What follows belongs to an exercise in optimizing a design on an open flow for small area, a short achievable clock period and few clock cycles per item; a production flow would make more cautious choices. In this exercise RTL edits were held to simulation tests only and were not proved equivalent to the original. Power figures rest on the tool's default switching activity, not on a simulated workload.

==> v37: inputs <==
// pe_row_unit
module pe_row_unit #(
    parameter W = 2                       
) (
    input  wire              clk,
    input  wire              rst,         
    input  wire              in_valid,
    output wire              in_ready,
    input  wire [4:0]        in_k,
    input  wire [23:0]       in_miss,
    input  wire [24*8*W-1:0] in_data,
    output reg               out_valid,
    input  wire              out_ready,
    output wire [24*8*W-1:0] out_data,
    output reg  [2:0]        out_case,
    output reg               out_lost
);
Settings: LEC_CHECK=0, CAP_MARGIN=20, CORE_MARGIN=2, CORE_UTILIZATION=40, PLACE_DENSITY=0.6, SLEW_MARGIN=20; clock period 13.0 ns.
standard.sh (not shown) runs the stock make flow with config.mk's settings and CLKGATE_MAP_FILE= SYNTH_SCRIPT=/design/flow/synth_recipe.tcl, a recipe that flattens the netlist after the stock synthesis.
==> flow/flow/run.sh <==
#!/bin/bash
# The standard layout, with plain buf_1 cells as the port buffers and
# timing repair aiming at 6.2 ns of setup slack (about a 6.8 ns clock),
# so that the achieved period is pushed below the 13 ns constraint.
set -euo pipefail
bash standard.sh "BUFFER_PORTS_ARGS=-buffer_cell sky130_fd_sc_hd__buf_1" \
    "SETUP_SLACK_MARGIN=6.2" "TNS_END_PERCENT=100" finish > standard_flow.log 2>&1
==> inputs of v8, as changes to v37 <==
==> flow/flow/run.sh (replaced) <==
#!/bin/bash
# The standard layout, with plain buf_1 cells as the port buffers and
# timing repair aiming at 6.4 ns of setup slack (about a 6.6 ns clock),
# so that the achieved period is pushed below the 13 ns constraint.
set -euo pipefail
bash standard.sh "BUFFER_PORTS_ARGS=-buffer_cell sky130_fd_sc_hd__buf_1" \
    "SETUP_SLACK_MARGIN=6.4" "TNS_END_PERCENT=100" finish > standard_flow.log 2>&1
- CTS_BUF_LIST: default -> sky130_fd_sc_hd__clkbuf_8
==> impl_metrics.csv <==
group,metric,value,unit
status,status,"finished clean",
worst_setup_path,timing.critical_path.to,"r_md[35]$_DFFE_PP_",
clocking,cts.clk_slew.worst_paths,0.07,ns
finish,final-clk-cell-share,3.67,%
routing,route.met2.wl,114000,um
global_routing,groute.layer.met2.usage,72.0,%
power_and_ir_drop,comb_cell_power,11400,uW
power_and_ir_drop,p_int,6160,uW
worst_setup_path,worstPathBufferInverterCount,5,
clocking,cts-root-buf,"sky130_fd_sc_hd__clkbuf_16",
-- figures above: v37

==> impl_metrics.csv <==
group,metric,value,unit
clocking,cts-root-buf,"sky130_fd_sc_hd__clkbuf_8",
min_path,min_to,"out_valid$_SDFFE_PP0P_",
routing,met3_length,59400,um
worst_setup_path,worst_path_max_stage_delay,0.66,ns
finish,final-clk-cell-share,2.86,%
global_routing,groute.layer.met2.usage,73.7,%
status,status,"finished clean",
power_and_ir_drop,p_int,8340,uW
flow_run,max_cap_violations,0,
synth,synth_area_leaders,"sky130_fd_sc_hd__edfxtp_1, sky130_fd_sc_hd__xnor2_1, sky130_fd_sc_hd__nand2_1",
routing,highest-signal-layer,"met5",
place,globalplace.congestion,1.10,
routing,route.met2.wl,118000,um
power_and_ir_drop,power_frac_clock,7.1,%
power_and_ir_drop,p_leak,0.0194,uW
worst_setup_path,worstPathBufferInverterCount,4,
clocking,cts.clk_slew.worst_paths,0.06,ns
power_and_ir_drop,comb_cell_power,16100,uW
-- figures above: v8

Testbench counts of v37, summed over its fixed seeds: cycles 24,008, items 24,000.
Testbench counts of v8, summed over its fixed seeds: cycles 24,008, items 24,000.

==> job 7921: inputs <==
pe_row_unit, a different RTL version from the one above (not shown whole).
Design pe_row_unit, start of the top module:
module pe_row_unit #(
    parameter W = 2                       
) (
    input  wire              clk,
    input  wire              rst,         
    input  wire              in_valid,
    output wire              in_ready,
    input  wire [4:0]        in_k,
    input  wire [23:0]       in_miss,
    input  wire [24*8*W-1:0] in_data,
    output reg               out_valid,
    input  wire              out_ready,
    output wire [24*8*W-1:0] out_data,
    output reg  [2:0]        out_case,
    output reg               out_lost
);
==> flow/config.mk <==
export PLATFORM = sky130hd
export DESIGN_NAME = pe_row_unit
export DESIGN_NICKNAME = pe_row_unit
export VERILOG_FILES = /design/flow/design.v
export SDC_FILE = /design/flow/constraint.sdc
export NUM_CORES = 4
export LEC_CHECK = 0
export CAP_MARGIN = 20
export CORE_MARGIN = 2
export CORE_UTILIZATION = 40
export PLACE_DENSITY = 0.6
export SLEW_MARGIN = 20
==> flow/constraint.sdc <==
create_clock -name core_clock -period 13.0 [get_ports {clk}]
set_input_delay 2.6000 -clock core_clock [delete_from_list [all_inputs] [get_ports {clk}]]
set_output_delay 2.6000 -clock core_clock [all_outputs]
set_load 0.01 [all_outputs]
==> flow/flow/run.sh <==
#!/bin/bash
# The standard layout, with plain buf_1 cells as the port buffers and
# timing repair aiming at 7 ns of setup slack (a 6 ns clock) on
# the worst 5% of endpoints, so that the achieved period is pushed below
# the 13 ns constraint without repairing every path.
set -euo pipefail
bash standard.sh "BUFFER_PORTS_ARGS=-buffer_cell sky130_fd_sc_hd__buf_1" \
    "SETUP_SLACK_MARGIN=7" "TNS_END_PERCENT=5" finish > standard_flow.log 2>&1
==> job 9769: changes against job 7921 <==
==> flow/flow/run.sh (replaced) <==
#!/bin/bash
# The standard layout, with plain buf_1 cells as the port buffers and
# timing repair aiming at 6.3 ns of setup slack (about a 6.7 ns clock) on
# the worst 5% of endpoints, so that the achieved period is pushed below
# the 13 ns constraint without repairing every path.
set -euo pipefail
bash standard.sh "BUFFER_PORTS_ARGS=-buffer_cell sky130_fd_sc_hd__buf_1" \
    "SETUP_SLACK_MARGIN=6.3" "TNS_END_PERCENT=5" finish > standard_flow.log 2>&1
==> job 9263: changes against job 7921 <==
--- a/flow/design.v
+++ b/flow/design.v
@@ -264,12 +264,13 @@
     assign in_ready = advance;
     always @(posedge clk) begin
         if (rst)          out_valid <= 1'b0;
         else if (advance) out_valid <= in_valid;
     end
-    reg  [21:0]     dmiss;         
+    reg  [21:0]     member;        
     reg  [21:0]     dsec;          
+    reg  [21:0]     dthr;          
     reg  [22*LW-1:0] md;           
     reg  [LW-1:0]   mp, mq;        
     reg  [LW-1:0]   ps, qs;        
     reg  [4:0]      x, y;
     reg  [21:0]     xh, yh;        
@@ -279,25 +280,26 @@
     reg  [7:0]      cq, cp;
     integer i, b;
     reg  [8*64-1:0] qg;            
     always @* begin
         for (i = 0; i < 22; i = i + 1) begin
-            dmiss[i] = (i < in_k) && in_miss[i];
+            member[i] = (i < in_k);
             md[i*LW +: LW] = ((i < in_k) && !in_miss[i]) ? in_data[i*LW +: LW] : {LW{1'b0}};
         end
         mq = in_miss[23] ? {LW{1'b0}} : in_data[23*LW +: LW];
-        dsec = dmiss & (dmiss - 22'd1);
-        xh = dmiss & ~dsec;
+        dsec = in_miss[21:0] & (in_miss[21:0] - 22'd1);
+        xh = in_miss[21:0] & ~dsec;
         yh = dsec & ~(dsec & (dsec - 22'd1));
+        dthr = dsec & (dsec - 22'd1);
         x = 5'd0; y = 5'd0;
         for (i = 0; i < 22; i = i + 1) begin
             if (xh[i]) x = x | i;
             if (yh[i]) y = y | i;
         end
-        nd1 = |dmiss;
-        nd2 = |dsec;
-        nd3 = |(dsec & (dsec - 22'd1));
+        nd1 = |(xh & member);
+        nd2 = |(yh & member);
+        nd3 = |(dthr & member);
         ps = in_miss[22] ? {LW{1'b0}} : in_data[22*LW +: LW];
         for (i = 0; i < 22; i = i + 1)
             ps = ps ^ md[i*LW +: LW];
         for (b = 0; b < W; b = b + 1) begin
             qg[8*0 +: 8] = md[0*LW + 8*b +: 8];
==> flow/flow/run.sh (replaced) <==
#!/bin/bash
# The standard layout, with plain buf_1 cells as the port buffers and
# timing repair aiming at 6.2 ns of setup slack (about a 6.8 ns clock),
# so that the achieved period is pushed below the 13 ns constraint.
set -euo pipefail
bash standard.sh "BUFFER_PORTS_ARGS=-buffer_cell sky130_fd_sc_hd__buf_1" \
    "SETUP_SLACK_MARGIN=6.2" "TNS_END_PERCENT=100" finish > standard_flow.log 2>&1
CORE_UTILIZATION = 45   (was 40)
PLACE_DENSITY = 0.65   (was 0.6)
==> job 8186: changes against job 7921 <==
--- a/flow/design.v
+++ b/flow/design.v
@@ -264,12 +264,13 @@
     assign in_ready = advance;
     always @(posedge clk) begin
         if (rst)          out_valid <= 1'b0;
         else if (advance) out_valid <= in_valid;
     end
-    reg  [21:0]     dmiss;         
+    reg  [21:0]     member;        
     reg  [21:0]     dsec;          
+    reg  [21:0]     dthr;          
     reg  [22*LW-1:0] md;           
     reg  [LW-1:0]   mp, mq;        
     reg  [LW-1:0]   ps, qs;        
     reg  [4:0]      x, y;
     reg  [21:0]     xh, yh;        
@@ -279,25 +280,26 @@
     reg  [7:0]      cq, cp;
     integer i, b;
     reg  [8*64-1:0] qg;            
     always @* begin
         for (i = 0; i < 22; i = i + 1) begin
-            dmiss[i] = (i < in_k) && in_miss[i];
+            member[i] = (i < in_k);
             md[i*LW +: LW] = ((i < in_k) && !in_miss[i]) ? in_data[i*LW +: LW] : {LW{1'b0}};
         end
         mq = in_miss[23] ? {LW{1'b0}} : in_data[23*LW +: LW];
-        dsec = dmiss & (dmiss - 22'd1);
-        xh = dmiss & ~dsec;
+        dsec = in_miss[21:0] & (in_miss[21:0] - 22'd1);
+        xh = in_miss[21:0] & ~dsec;
         yh = dsec & ~(dsec & (dsec - 22'd1));
+        dthr = dsec & (dsec - 22'd1);
         x = 5'd0; y = 5'd0;
         for (i = 0; i < 22; i = i + 1) begin
             if (xh[i]) x = x | i;
             if (yh[i]) y = y | i;
         end
-        nd1 = |dmiss;
-        nd2 = |dsec;
-        nd3 = |(dsec & (dsec - 22'd1));
+        nd1 = |(xh & member);
+        nd2 = |(yh & member);
+        nd3 = |(dthr & member);
         ps = in_miss[22] ? {LW{1'b0}} : in_data[22*LW +: LW];
         for (i = 0; i < 22; i = i + 1)
             ps = ps ^ md[i*LW +: LW];
         for (b = 0; b < W; b = b + 1) begin
             qg[8*0 +: 8] = md[0*LW + 8*b +: 8];
==> flow/flow/run.sh (replaced) <==
#!/bin/bash
# The standard layout, with plain buf_1 cells as the port buffers and
# timing repair aiming at 6.6 ns of setup slack (about a 6.4 ns clock),
# so that the achieved period is pushed below the 13 ns constraint.
set -euo pipefail
bash standard.sh "BUFFER_PORTS_ARGS=-buffer_cell sky130_fd_sc_hd__buf_1" \
    "SETUP_SLACK_MARGIN=6.6" "TNS_END_PERCENT=100" finish > standard_flow.log 2>&1
==> comparison table <==
| metric | job 8186 | job 9769 | job 9263 | job 7921 |
|---|---|---|---|---|
| Amount of wire on met3 after detailed routing | 59700 um | 51400 um | 59300 um | 58500 um |
| Class of the most critical setup path | primary input to register | register to primary output | primary input to register | register to primary output |
| Crit Path Max Fanout | 34 | 25 | 20 | 13 |
| Worst supply voltage drop on vdd | 1.01 mV | 0.675 mV | 0.581 mV | 0.615 mV |
| Routability congestion estimate from global placement | 1.10 | 1.13 | 1.15 | 1.12 |
| Number of buffers and inverters on the critical path | 8 | 4 | 5 | 1 |
| Cells on Worst Hold Path | 1 | 2 | 2 | 2 |
| PostCTS Resize Cnt | 553 | 306 | 198 | 284 |
| Area post-placement | 46600 um^2 | 46100 um^2 | 46300 um^2 | 46200 um^2 |
| Count of multi-input gates | 4073 | 4104 | 4069 | 4110 |
| Number of buffers inserted to repair setup after CTS | 190 | 136 | 96 | 138 |
| Area fraction of clock buffers and clock inverters | 3.15% | 3.53% | 3.24% | 3.26% |
| Startpoint types | primary input | register | primary input | register |
| Initial drt markers | 9801 | 9808 | 11700 | 11000 |
| Sequential-to-total area share from yosys stat | 32.5% | 32.9% | 32.5% | 32.9% |
| Area growth syn-to-layout | 33.8% | 24.3% | 22.3% | 31.8% |
| Portion of netlist area occupied by mux cells | 0.294% | 0.326% | 0.294% | 0.326% |
| Maximum number of pins on one net before global-route repair | 155 | 84 | 82 | 76 |
| Leakage power of the design | 0.0201 uW | 0.0178 uW | 0.0179 uW | 0.0192 uW |
| Final worst path period share | 51.4% | 56.2% | 53.8% | 55.9% |
| Pre-CTS setup slack | 4.26 ns | 3.42 ns | 4.25 ns | 2.96 ns |
| Endpoint, Worst Hold | r_md[232] | out_valid | out_valid | out_valid |
| Overall via count from detail_route | 51800 | 49300 | 50800 | 52000 |
| Inserted Diodes | 15 | 8 | 26 | 25 |
| Result of the run | no timing/DRC/antenna violations | no timing/DRC/antenna violations | no timing/DRC/antenna violations | no timing/DRC/antenna violations |
| Multi-input logic portion of the cell area | 54.1% | 54.3% | 54.9% | 53.6% |
Testbench counts of job 7921, summed over its fixed seeds: cycles 24,008, items 24,000.
Testbench counts of job 9769, summed over its fixed seeds: cycles 24,008, items 24,000.
Testbench counts of job 9263, summed over its fixed seeds: cycles 24,008, items 24,000.
Testbench counts of job 8186, summed over its fixed seeds: cycles 24,008, items 24,000.

==> static timing again, ports no longer ideal <==
The results above use ideal ports. As a check the final layouts listed here were re-extracted and re-timed, cells and wires unchanged. Step 1, drivers: a clkbuf_16 drives clk and a buf_2 each remaining input, both assumed. Step 2 adds t to the input delays and takes it off the output delays; t is the mean of the earliest and latest rising clock arrival at the registers after step 1. Input paths then give back, and output paths get back, about the clock's delay inside the block. Slacks: ideal / step 1 / step 2; pairs: ideal / step 1.
run	t, ns	setup slack, ns	hold slack, ns	worst setup path after step 2	clock arrival spread, ns
v37	0.740	5.933 / 5.936 / 5.244	1.137 / 1.137 / 1.137	input to register	0.061 / 0.061
v8	0.863	6.170 / 6.181 / 5.359	0.807 / 0.807 / 0.807	input to register	0.047 / 0.048
job 7921	0.772	5.732 / 5.645 / 5.146	1.309 / 1.309 / 1.309	input to register	0.059 / 0.059
job 9769	0.770	5.697 / 5.609 / 5.098	1.045 / 1.045 / 1.045	input to register	0.059 / 0.059
job 9263	0.680	6.000 / 5.953 / 5.356	1.317 / 1.317 / 1.317	input to register	0.051 / 0.051
job 8186	0.748	6.321 / 6.316 / 5.626	1.171 / 1.171 / 1.171	input to register	0.049 / 0.049
After both steps setup and hold are still met in every run listed. The setup slack of v8, which loses most, moves by +0.011 ns with the drivers and by -0.811 ns with both steps.
